This is an optimization exercise on Yosys and OpenROAD, whose aim is small area, a short achievable clock period and few clock cycles per item, not a production implementation.
In this exercise RTL edits were held to simulation tests only and were not proved equivalent to the original.

==> flow/design.v (outline; a module is shown in full before it is edited, if it fits) <==
// module stamp_interp: 4168 lines
module stamp_interp (
    input  wire        clk,
    input  wire        rst,
    input  wire        in_valid,
    output wire        in_ready,
    input  wire [15:0] y0,
    input  wire [15:0] y1,
    input  wire [15:0] y2,
    input  wire [15:0] y3,
    input  wire [23:0] dt,
    input  wire [23:0] pout,
    output wire        out_valid,
    input  wire        out_ready,
    output wire [15:0] angle
);
  // ...
==> flow/run.sh <==
#!/bin/bash
# synth_recipe.tcl (not shown) runs the flow's synth.tcl, then flattens the netlist and writes it again
# the make line also repeats each setting of config.mk as NAME=value (left out here)
make -C /OpenROAD-flow-scripts/flow DESIGN_CONFIG=/design/flow/config.mk WORK_HOME=/design/flow/orfs CLKGATE_MAP_FILE= SYNTH_SCRIPT=/design/flow/synth_recipe.tcl finish
==> flow/config.mk <==
export PLATFORM = sky130hd
export DESIGN_NAME = stamp_interp
export DESIGN_NICKNAME = stamp_interp
export VERILOG_FILES = /design/flow/design.v
export SDC_FILE = /design/flow/constraint.sdc
export NUM_CORES = 4
export LEC_CHECK = 0
export ABC_CLOCK_PERIOD_IN_PS = 3300
export CAP_MARGIN = 40
export CORE_MARGIN = 2
export CORE_UTILIZATION = 50
export CTS_CLUSTER_DIAMETER = 80
export CTS_CLUSTER_SIZE = 24
export PLACE_DENSITY = 0.7
export SLEW_MARGIN = 60
export SYNTH_MEMORY_MAX_BITS = 16384
==> flow/constraint.sdc <==
create_clock -name core_clock -period 13.0 [get_ports {clk}]
set_input_delay 2.6000 -clock core_clock [delete_from_list [all_inputs] [get_ports {clk}]]
set_output_delay 2.6000 -clock core_clock [all_outputs]
set_load 0.01 [all_outputs]
==> results.ini, run 1 <==
[floorplanning]
chipHeight_um = 457
taps = 2688
coreArea_um2 = 204000
dieArea_um2 = 209000
rows = 166

[global_route]
grt_use_met3_pct = 6.21
grt_overflow = 0
grt_pass1_wl_mm = 432

[cells_and_area]
seq_cells = 2146
clock_area_share_pct = 3.34
top_regs = mem (240), sgs (28)
diodes = 0
syn_to_final_growth_pct = 7.67
fin_util_pct = 54.1

[cts]
clkTransAtPathRegs_ps = 90
cts-hold-fix-buffers = 0
cts_buffer_depth = 3
root_buffer = clkbuf_16
clk_latency_ps = 830

[critical_path]
r2r-start = alz[1]$_SDFF_PP0_
worstRegToRegCells = 13
arrival_ps = 5180
reg2reg_slack_ps = 8560
cp.depth = 13

[timing]
layout_setup_ws_ps = 8560
grt_setup_unrepaired = false
setup_violations = 0

[detailed_routing]
wl_met2_mm = 131
routed_wl_mm = 284
wl_per_cell_um = 23.0
initialDrtViolationCount = 7695

[min_path]
whs_endpoint = sb0[4]$_DFF_P_
holdCritStartpoint = sa0[4]$_DFF_P_

[placement]
pre_cts_ws_ps = 8330
port_buffers = 133

[yosys]
synth_top_family_by_area = adder cells
syn_area_per_cell_um2 = 10.4
synth.mux.area_fraction_pct = 1.20
ys_warn_count = 1
synth_xor_area_share_pct = 6.95
synth_common_cells = dfxtp_1 (1,890), inv_1 (1,244), fa_1 (771)

[run_status]
outcome = timing/DRC/antenna clean

Testbench counts, summed over its fixed seeds: cycles 3,320, items 3,200.
==> run 2: changes to the inputs <==
--- a/flow/config.mk
+++ b/flow/config.mk
@@ -10,6 +10,6 @@
 export CORE_MARGIN = 2
-export CORE_UTILIZATION = 50
+export CORE_UTILIZATION = 60
 export CTS_CLUSTER_DIAMETER = 80
 export CTS_CLUSTER_SIZE = 24
-export PLACE_DENSITY = 0.7
+export PLACE_DENSITY = 0.75
 export SLEW_MARGIN = 60
==> run 2 against run 1 <==
Effect of this change: still clean; first-iteration DRC count increased by 13%; sequential share of layout area increased by 0.16 points; core utilization increased by 11 points; maximum frequency decreased by 1.9%; final cell count decreased by 3.6%; flip-flop and latch count unchanged; critical path depth increased by 4; worst setup slack got worse by 84 ps; die area decreased by 17%; critical path type unchanged; largest cell class unchanged.
==> results.ini, run 2 <==
[yosys]
synth.mux.area_fraction_pct = 1.20  ; unchanged
synth_seq_cells = 2146
synthMostInstantiatedCell = dfxtp_1
async_flop_share_pct = 0
syn_area_per_cell_um2 = 10.4  ; unchanged
ys.flop_type = dfxtp_1
synth_top_area_share_pct = 36.8
synth_top_family_by_area = adder cells
ys_top_cells_by_area = dfxtp_1 (37%), fa_1 (15%), edfxtp_1 (7.5%)
netlist_instances = 9841
synth-edff-count = 256
syn_nets = 11000
ys_warn_count = 1  ; unchanged
ys_types = 85
netlist_area_um2 = 103000
ys_seq_area_share_pct = 44.3
synth_xor_area_share_pct = 6.95  ; unchanged
synthAdderAreaFrac_pct = 18.9
synth_common_cells = dfxtp_1 (1,890), inv_1 (1,244), fa_1 (771)
yosysTopAreaCell = dfxtp_1
synth_compound_area_share_pct = 14.5
synth_simple_gate_area_share_pct = 7.06

[critical_path]
worstRegToRegCells = 17  ; +4
critPathMaxFanout = 42
arrival_ps = 5270  ; +90 ps
r2r-end = bq[1]$_DFF_P_
critPathRequiredTime_ps = 13750
reg2reg_slack_ps = 8470  ; -80 ps
r2r-start = alz[0]$_SDFF_PP0_
cpPeakStageDelay_ps = 540
crit_path_start = alz[0]$_SDFF_PP0_
setup.worst_path.class = flop to flop
cp.buffers_inverters = 4
path_common_cell = a21oi_1
path_delay_family = compound AO/OA/AOI/OAI gates
cp.depth = 17  ; +4
end_kind = flop
cp-start-kind = flop
path_cells = buf_4, clkinv_2, nand2_1, o31a_1, a21oi_1, a21oi_1, ha_1, inv_1, fa_1, inv_1, a21oi_1, o21bai_1, xnor2_2, nor2_1, a221oi_1, or4_1, nand2_1
crit_slowest_cell = clkinv_2

[detailed_routing]
ant_nets = 0
viasPerCell = 6.14
wl_per_cell_um = 24.6  ; +6.7%
drt_first_pass_iters = 15
initialDrtViolationCount = 8661  ; +13%
routed_wl_mm = 292  ; +2.9%
drc_errors = 0
vias = 73000

[placement]
dp_cells = 11700
gp_congestion = 0.989
dp_hpwl_mm = 207
port_buffers = 133  ; unchanged

[min_path]
whs_endpoint = k1[15]$_DFF_P_
hold_class = flop to flop
hold_depth = 0
holdCritStartpoint = h1[15]$_DFF_P_

[cells_and_area]
largest_register_ffs = 240
top_regs = mem (240), sgs (28)
regMostFlops = mem
fin_cells = 11900
mostFrequentLayoutCells = dfxtp_1 (1,814), inv_1 (1,242), fa_1 (771)
layout-drive-gt1-share_pct = 5.95
syn_to_final_growth_pct = 7.17
nFillCells = 13200
fin_util_pct = 64.9  ; +11 points
layout_commonest_cell = dfxtp_1
nets = 10800

[global_route]
grt_pass1_wl_mm = 440  ; +1.8%
antenna_found_initial = 23
grt_overflow = 0  ; unchanged
grt_max_degree = 127
track_usage_pct = 33.1
grt_pass1_vias = 72600

[cts]
clkTransAtPathRegs_ps = 90  ; about the same
cts_buffer_depth = 3  ; unchanged
cts-resized-gates = 0
cts_sinks = 2146
h-tree-depth = 3
clk_latency_ps = 810  ; -20 ps
cts_tree = built
cts_buffers = 112
cts-hold-fix-buffers = 0  ; unchanged
postCtsSetupBuffers = 0
root_buffer = clkbuf_16

[floorplanning]
chipHeight_um = 418  ; -8.6%
dieArea_um2 = 174000  ; -17%
io_pins = 134
die_w_um = 418
coreArea_um2 = 170000  ; -17%
rows = 151  ; -9.0%
initial_core_util_pct = 60.5

[run_status]
outcome = timing/DRC/antenna clean

[timing]
period_minus_slack_ps = 4530
final_max_slew_viol_count = 0
skew_ps = 80.6
timing.final.crit_share_pct = 34.8
worstMarginPinSlew_ps = 669
grt_setup_unrepaired = false
hold_violations = 0
fin_setup_tns_ps = 0
setup_violations = 0  ; unchanged
max_freq_mhz = 221
slew_headroom_pct = 55.3

[run]
max_cap_viol_count = 0

## run 2: cell counts after synthesis
Identical to the previous run, type by type.
## run 2: worst max-delay path by stage
stage	endpoint	slack [ps]
global route	bq[1]$_DFF_P_	8140
floorplan	g2[20]$_DFF_P_	8720
CTS	bq[1]$_DFF_P_	8570
detailed placement	head[0]$_DFFE_PP_	8190
global placement	bq[1]$_DFF_P_	8150
finish	bq[1]$_DFF_P_	8470
## run 2: cell families (layout without fill, tap and decap cells)
family / Yosys count / count (layout)
and+or+nand+nor: 1587 / 1587
muxes: 94 / 94
xor gates and xnor gates: 814 / 814
DFF: 2146 / 2146
AOI/OAI and AO/OA: 2200 / 2200
other: 0 / 14
buffers and inverters: 1911 / 1735
adders and majority gates: 1089 / 1089
## run 2: through the flow
step / hold WS [ps] / instance area [um2] / setup WS [ps]
floorplan: 310 / 103000 / 8720
global placement: 310 / 106000 / 8150
detailed placement: 312 / 106000 / 8190
CTS: 283 / 110000 / 8570
global route: 300 / 110000 / 8140
finish: 297 / 110000 / 8470
## run 2: area by class of cell
type | count | area [um2] | area share (%)
diodes | 14 | 35.0 | 0.0318
clock inverters | 37 | 681 | 0.618
flip-flops and latches | 2146 | 45700 | 41.5
inverters | 1253 | 4710 | 4.28
well taps | 2218 | 2780 | 2.52
clock buffers | 130 | 2900 | 2.64
multi-input cells | 5784 | 50500 | 45.9
repair buffers | 315 | 2800 | 2.55
## run 2: worst reg2reg max path, stage by stage, from the launching register on
cell and delay [ps]:
dfxtp_1 320, buf_4 400, clkinv_2 550, nand2_1 190, o31a_1 190, a21oi_1 100
a21oi_1 300, ha_1 250, inv_1 70, fa_1 450, inv_1 80, a21oi_1 60
o21bai_1 370, xnor2_2 210, nor2_1 260, a221oi_1 120, or4_1 490, nand2_1 70
## run 2: metal layers
layer  global-route usage (%)  vias to the layer above  part of all wire (%)
met2                     52.0                     4115                    45
met5                        0                        -                 0.015
met3                     7.79                      943                    11
li1                         -                    32500                     -
met4                     13.9                        6                   5.0
met1                     44.0                    35500                    39

static timing again, ports no longer ideal:
No port has a modelled driver above. Below, the same layouts with a new extraction and two added sets of constraints.
Step 1 (the two cells are an assumption about what drives the block):
set clk [get_ports {clk}]
set_driving_cell -lib_cell sky130_fd_sc_hd__clkbuf_16 $clk
set_driving_cell -lib_cell sky130_fd_sc_hd__buf_2 [delete_from_list [all_inputs] $clk]
Step 2 also shifts input and output timing later by t, the mid clock arrival at the registers, as if the neighbouring blocks saw the same clock.
Slacks: no drivers / after step 1 / after step 2; pairs: no drivers / after step 1.
run	t (ns)	slack for setup (ns)	clock arrival spread, ns	worst register clock-pin slew, ns
run 1	0.867	8.557 / 8.536 / 8.338	0.105 / 0.105	0.10 / 0.10
run 2	0.878	8.473 / 8.473 / 8.223	0.110 / 0.110	0.10 / 0.10
After both steps every run listed still meets setup and hold. The setup slack of run 2, which loses most, moves by 0.000 ns with the drivers and by -0.250 ns with both steps.
